Context: an optimization exercise on an open-source flow, tuned for small area and a short achievable clock period. The choices shown serve that exercise and are no tape-out recipe. At most, simulation tests tie the RTL to the original design; equivalence was not proved.

==> flow/design.v (excerpt) <==
module chk_unit (
    input  wire        clk,
    input  wire        rst,           
    input  wire        wr_cfg,        
    input  wire        wr_init,       
    input  wire        wr_value,      
    input  wire [31:0] wdata,
    input  wire        s_valid,
    input  wire [63:0] s_data,        
    input  wire [2:0]  s_nbm1,        
    input  wire        s_last,        
    input  wire        s_check,       
    output wire [1:0]  code,
    output wire [31:0] value,
    output wire [31:0] result,
    output wire        residue_ok,
    output wire [15:0] fail_cnt,
    output wire [15:0] refused_cnt
);
For scale: ~2000 cells after synthesis, roughly 70 flip-flops.
export LEC_CHECK = 0
export CAP_MARGIN = 20
export CORE_MARGIN = 2
export CORE_UTILIZATION = 62
export SETUP_SLACK_MARGIN = 2
export SLEW_MARGIN = 40
export DONT_USE_CELLS = sky130_fd_sc_hd__xor3_1 sky130_fd_sc_hd__xor3_2 sky130_fd_sc_hd__xor3_4 sky130_fd_sc_hd__xnor3_1 sky130_fd_sc_hd__xnor3_2 sky130_fd_sc_hd__xnor3_4
export BUFFER_PORTS_ARGS = -buffer_cell sky130_fd_sc_hd__buf_1
create_clock -name core_clock -period 25.0 [get_ports {clk}]
standard.sh (not shown) runs the stock make flow with config.mk's settings and CLKGATE_MAP_FILE= SYNTH_SCRIPT=/design/flow/synth_recipe.tcl, a recipe that flattens the netlist after the stock synthesis.
==> flow/flow/run.sh <==
#!/bin/bash
# Standard layout (the standard.sh) with these changes:
#  - synthesis uses no three-input XOR cells (two XOR2 are smaller than one
#    XOR3 here) and XOR2 cells only in their smallest size (synthesis upsizes
#    them for a delay target far below the clock period); after synthesis the
#    XOR2 sizes are allowed again, for the timing repair to use where needed;
#  - ports buffered with the smallest buffer instead of a delay buffer;
#  - the timing repair aims for more setup slack than the design's margin.
set -euo pipefail
cp config.mk config_base.mk
XOR3="sky130_fd_sc_hd__xor3_1 sky130_fd_sc_hd__xor3_2 sky130_fd_sc_hd__xor3_4 sky130_fd_sc_hd__xnor3_1 sky130_fd_sc_hd__xnor3_2 sky130_fd_sc_hd__xnor3_4"
XOR2="sky130_fd_sc_hd__xnor2_2 sky130_fd_sc_hd__xnor2_4 sky130_fd_sc_hd__xor2_2 sky130_fd_sc_hd__xor2_4"
{ cat config_base.mk
  echo "export DONT_USE_CELLS = $XOR3 $XOR2"
  echo "export BUFFER_PORTS_ARGS = -buffer_cell sky130_fd_sc_hd__buf_1"; } > config.mk
bash standard.sh SETUP_SLACK_MARGIN=${MARGIN:-16} synth > standard_synth.log 2>&1
{ cat config_base.mk
  echo "export DONT_USE_CELLS = $XOR3"
  echo "export BUFFER_PORTS_ARGS = -buffer_cell sky130_fd_sc_hd__buf_1"; } > config.mk
bash standard.sh SETUP_SLACK_MARGIN=${MARGIN:-16} finish > standard.log 2>&1
==> next run, changes <==
--- a/flow/design.v
+++ b/flow/design.v
@@ -45,17 +45,17 @@
             2'd2:    residue = 32'h0000_F0B8;
             default: residue = 32'h0000_0000;
         endcase
     endfunction
     reg [1:0]  code_q;
     reg [31:0] value_q;
     reg [15:0] fail_q;
     reg [15:0] refused_q;
-    reg  [3:0] chk_q;         
+    reg        chk_q;         
     wire [63:0] z    = s_data ^ {32'd0, value_q};
     wire [2:0]  sh   = ~s_nbm1;
     reg  [63:0] y;
     integer k, s;
     always @* begin
         y = 64'd0;
         for (k = 0; k < 8; k = k + 1)
             for (s = 0; s <= k; s = s + 1)
@@ -1111,35 +1111,34 @@
     always @* begin
         case (code_q)
             2'd0:    rok = eq0;
             2'd1:    rok = eq1;
             2'd2:    rok = eq2;
             default: rok = eq3;
         endcase
     end
-    wire        fail = |(chk_q & ~{eq3, eq2, eq1, eq0});
-    wire [15:0] fail_now = (fail && fail_q != 16'hFFFF) ? fail_q + 16'd1 : fail_q;
+    wire [15:0] fail_now = (chk_q && !rok && fail_q != 16'hFFFF) ? fail_q + 16'd1 : fail_q;
     wire        take  = s_valid & ~rst;
     wire [3:0]  sel   = {4{take}} & (4'b0001 << code_q);
     wire [31:0] pick  = ({32{sel[0]}} & w0) | ({32{sel[1]}} & w1) |
                         {16'd0, {16{sel[2]}} & w2} | {24'd0, {8{sel[3]}} & w3};
     wire [31:0] early = rst ? 32'd0 : s_valid ? y_tail : ctl_value;
     wire [31:0] value_d = pick ^ early;
     always @(posedge clk)
         value_q <= value_d;
     always @(posedge clk) begin
         if (rst) begin
             code_q    <= 2'd1;
             fail_q    <= 16'd0;
             refused_q <= 16'd0;
-            chk_q     <= 4'd0;
+            chk_q     <= 1'b0;
         end else begin
             fail_q <= fail_now;
-            chk_q  <= {4{s_valid & s_last & s_check}} & (4'b0001 << code_q);
+            chk_q  <= s_valid & s_last & s_check;
             if (s_valid) begin
                 refused_q <= ref_sum[16] ? 16'hFFFF : ref_sum[15:0];
             end else begin
                 code_q  <= ctl_code;
             end
         end
     end
     assign code        = code_q;
Outcome:
- final cell count went up by 1.2%
- worst setup slack gains 0.038 ns
- synthesized area rises by 1.1%
- first-iteration DRC count increases by 13%
- non-clock buffer count went up by 26
- via count is higher by 5.1%
- core utilization went up by 1.5 points
- hold slack gets better by 0.0038 ns
- maximum frequency went up by 0.42%
Function not checked in the second run of this note: the RTL went through the layout flow alone.

03-13:
chk_unit, a different RTL version from the one above (not shown whole).
Size: ~210 I/O pins, about 0.019 mm^2 of cells after synthesis.
export LEC_CHECK = 0
export CAP_MARGIN = 20
export CORE_MARGIN = 2
export CORE_UTILIZATION = 40
export SETUP_SLACK_MARGIN = 2
export SLEW_MARGIN = 20
export DONT_USE_CELLS = sky130_fd_sc_hd__xor3_1 sky130_fd_sc_hd__xor3_2 sky130_fd_sc_hd__xor3_4 sky130_fd_sc_hd__xnor3_1 sky130_fd_sc_hd__xnor3_2 sky130_fd_sc_hd__xnor3_4
export BUFFER_PORTS_ARGS = -buffer_cell sky130_fd_sc_hd__buf_1
create_clock -name core_clock -period 25.0 [get_ports {clk}]
==> flow/flow/run.sh <==
#!/bin/bash
# Standard layout (the standard.sh) with these changes:
#  - no three-input XOR cells (two XOR2 are smaller than one XOR3 here);
#  - ports buffered with the smallest buffer instead of a delay buffer;
#  - the timing repair aims for more setup slack than the design's margin.
set -euo pipefail
cat >> config.mk <<'EOC'
export DONT_USE_CELLS = sky130_fd_sc_hd__xor3_1 sky130_fd_sc_hd__xor3_2 sky130_fd_sc_hd__xor3_4 sky130_fd_sc_hd__xnor3_1 sky130_fd_sc_hd__xnor3_2 sky130_fd_sc_hd__xnor3_4
export BUFFER_PORTS_ARGS = -buffer_cell sky130_fd_sc_hd__buf_1
EOC
bash standard.sh SETUP_SLACK_MARGIN=${MARGIN:-15} finish > standard.log 2>&1
diff inputs: 03-13 => 06-15
diff --git a/flow/design.v b/flow/design.v
--- a/flow/design.v
+++ b/flow/design.v
@@ -45,21 +45,30 @@
             2'd2:    residue = 32'h0000_F0B8;
             default: residue = 32'h0000_0000;
         endcase
     endfunction
     reg [1:0]  code_q;
     reg [31:0] value_q;
     reg [15:0] fail_q;
     reg [15:0] refused_q;
     reg        chk_q;         
     wire [63:0] z    = s_data ^ {32'd0, value_q};
-    wire [63:0] y    = z << {~s_nbm1, 3'b000};
+    wire [2:0]  sh   = ~s_nbm1;
+    reg  [63:0] y;
+    integer k, s;
+    always @* begin
+        y = 64'd0;
+        for (k = 0; k < 8; k = k + 1)
+            for (s = 0; s <= k; s = s + 1)
+                if (sh == s)
+                    y[8*k +: 8] = y[8*k +: 8] | z[8*(k-s) +: 8];
+    end
     wire [23:0] y_hi = value_q[31:8] >> {s_nbm1[1:0], 3'b000};
     wire [31:0] y_tail = (s_nbm1[2] || s_nbm1 == 3'd3) ? 32'd0 : {8'd0, y_hi};
     wire t64 = y[11] ^ y[55];
     wire t65 = y[12] ^ y[13];
     wire t66 = y[9] ^ y[38];
     wire t67 = y[10] ^ y[39];
     wire t68 = y[3] ^ y[8];
     wire t69 = y[4] ^ y[32];
     wire t70 = y[15] ^ y[37];
     wire t71 = y[5] ^ y[34];
Where via count is concerned, 03-13 is outperformed by 06-15. 06-15 ends up with a utilization that is 0.50 points higher than in 03-13. Delta (06-15 minus 03-13): highest achievable clock rate dropped about 2%, first-pass GRT wire length saw a decrease, count of mapped cells out of synthesis -286. 06-15 completed every stage of the flow, and the final layout passed the timing, design-rule and antenna checks. Worst clock skew on the final layout was higher in the run labelled 06-15.
The RTL of 03-13 was laid out without a check of its function.

RTL: one of the versions met above, not the one the previous note started from.
Size: ~67 flip-flops, ~18000 sq um of cells after synthesis.
Design chk_unit, start of the top module:
module chk_unit (
    input  wire        clk,
    input  wire        rst,           
    input  wire        wr_cfg,        
    input  wire        wr_init,       
    input  wire        wr_value,      
    input  wire [31:0] wdata,
    input  wire        s_valid,
    input  wire [63:0] s_data,        
    input  wire [2:0]  s_nbm1,        
    input  wire        s_last,        
    input  wire        s_check,       
    output wire [1:0]  code,
    output wire [31:0] value,
    output wire [31:0] result,
    output wire        residue_ok,
    output wire [15:0] fail_cnt,
    output wire [15:0] refused_cnt
);
Settings: LEC_CHECK=0, CAP_MARGIN=20, CORE_MARGIN=2, CORE_UTILIZATION=55, SETUP_SLACK_MARGIN=2, SLEW_MARGIN=20, DONT_USE_CELLS=sky130_fd_sc_hd__xor3_1 sky130_fd_sc_hd__xor3_2 sky130_fd_sc_hd__xor3_4 sky130_fd_sc_hd__xnor3_1 sky130_fd_sc_hd__xnor3_2 sky130_fd_sc_hd__xnor3_4, BUFFER_PORTS_ARGS=-buffer_cell sky130_fd_sc_hd__buf_1; clock period 25.0 ns.
Scripts as last shown in full above: flow/flow/run.sh
Then changed:
--- a/flow/design.v
+++ b/flow/design.v
@@ -1123,25 +1123,33 @@
             ctl_code  = wdata[1:0];
             ctl_value = value_q & width_mask(wdata[1:0]);
         end
         if (wr_init)
             ctl_value = init_value(ctl_code);
         if (wr_value)
             ctl_value = wdata & width_mask(ctl_code);
     end
     wire [1:0]  n_writes = {1'b0, wr_cfg} + {1'b0, wr_init} + {1'b0, wr_value};
     wire [16:0] ref_sum  = {1'b0, refused_q} + {15'd0, n_writes};
-    wire        rok_hi   = code_q[1] |
-                           (value_q[31:16] == (code_q[0] ? 16'hB798 : 16'hDEBB));
-    wire [31:0] res      = residue(code_q);
-    wire        rok_mid  = (code_q == 2'd3) | (value_q[15:8] == res[15:8]);
-    wire        rok      = rok_hi & rok_mid & (value_q[7:0] == res[7:0]);
+    wire        eq0 = (value_q == 32'hDEBB_20E3);
+    wire        eq1 = (value_q == 32'hB798_B438);
+    wire        eq2 = (value_q[15:0] == 16'hF0B8);
+    wire        eq3 = (value_q[7:0] == 8'h00);
+    reg         rok;
+    always @* begin
+        case (code_q)
+            2'd0:    rok = eq0;
+            2'd1:    rok = eq1;
+            2'd2:    rok = eq2;
+            default: rok = eq3;
+        endcase
+    end
     wire [15:0] fail_now = (chk_q && !rok && fail_q != 16'hFFFF) ? fail_q + 16'd1 : fail_q;
     always @(posedge clk) begin
         if (rst) begin
             code_q    <= 2'd1;
             value_q   <= 32'd0;
             fail_q    <= 16'd0;
             refused_q <= 16'd0;
             chk_q     <= 1'b0;
         end else begin
             fail_q <= fail_now;
What happened:
- The new run ran to the end with no violations
- wire length decreases slightly
- cell count decreases by a few percent
- die area decreases slightly
- clock skew decreases by 0.0079 ns
- non-clock buffer count increases by 4
- design area decreases slightly
- worst hold slack degrades by 0.014 ns
- sequential share of layout area increases by 0.11 points
- first-iteration DRC count decreases by about a fifth
For the second run of this note, only the layout was checked, not whether the RTL still works.

## port drivers added, routing unchanged
How much do the figures lean on ideal ports? The routed layouts below were timed once more, with nothing changed but the port constraints.
Step 1 (the two cells are an assumption about what drives the block):
set clk [get_ports {clk}]
set_driving_cell -lib_cell sky130_fd_sc_hd__clkbuf_16 $clk
set_driving_cell -lib_cell sky130_fd_sc_hd__buf_2 [delete_from_list [all_inputs] $clk]
Step 2 adds t to the input delays and takes it off the output delays; t is the mean of the earliest and latest rising clock arrival at the registers after step 1. Input paths then give back, and output paths get back, about the clock's delay inside the block.
a / b / c = ideal ports / drivers / drivers and shift; a / b = the first two.
run	t, ns	slack for setup (ns)	hold slack, ns	worst setup path after step 2
the first run of note 1	0.377	15.820 / 15.841 / 15.464	0.530 / 0.530 / 0.530	input to register
the second run of note 1	0.381	15.858 / 15.874 / 15.494	0.534 / 0.534 / 0.534	input to register
03-13	0.376	15.014 / 15.028 / 14.652	0.564 / 0.564 / 0.564	input to register
06-15	0.381	14.810 / 14.825 / 14.445	0.550 / 0.550 / 0.550	input to register
the first run of note 3	0.385	14.941 / 14.957 / 14.573	0.553 / 0.553 / 0.553	input to register
the second run of note 3	0.378	14.826 / 14.839 / 14.461	0.539 / 0.539 / 0.539	input to register
After both steps every run listed still meets setup and hold. The setup slack of the first run of note 3, which loses most, moves by +0.016 ns with the drivers and by -0.368 ns with both steps.
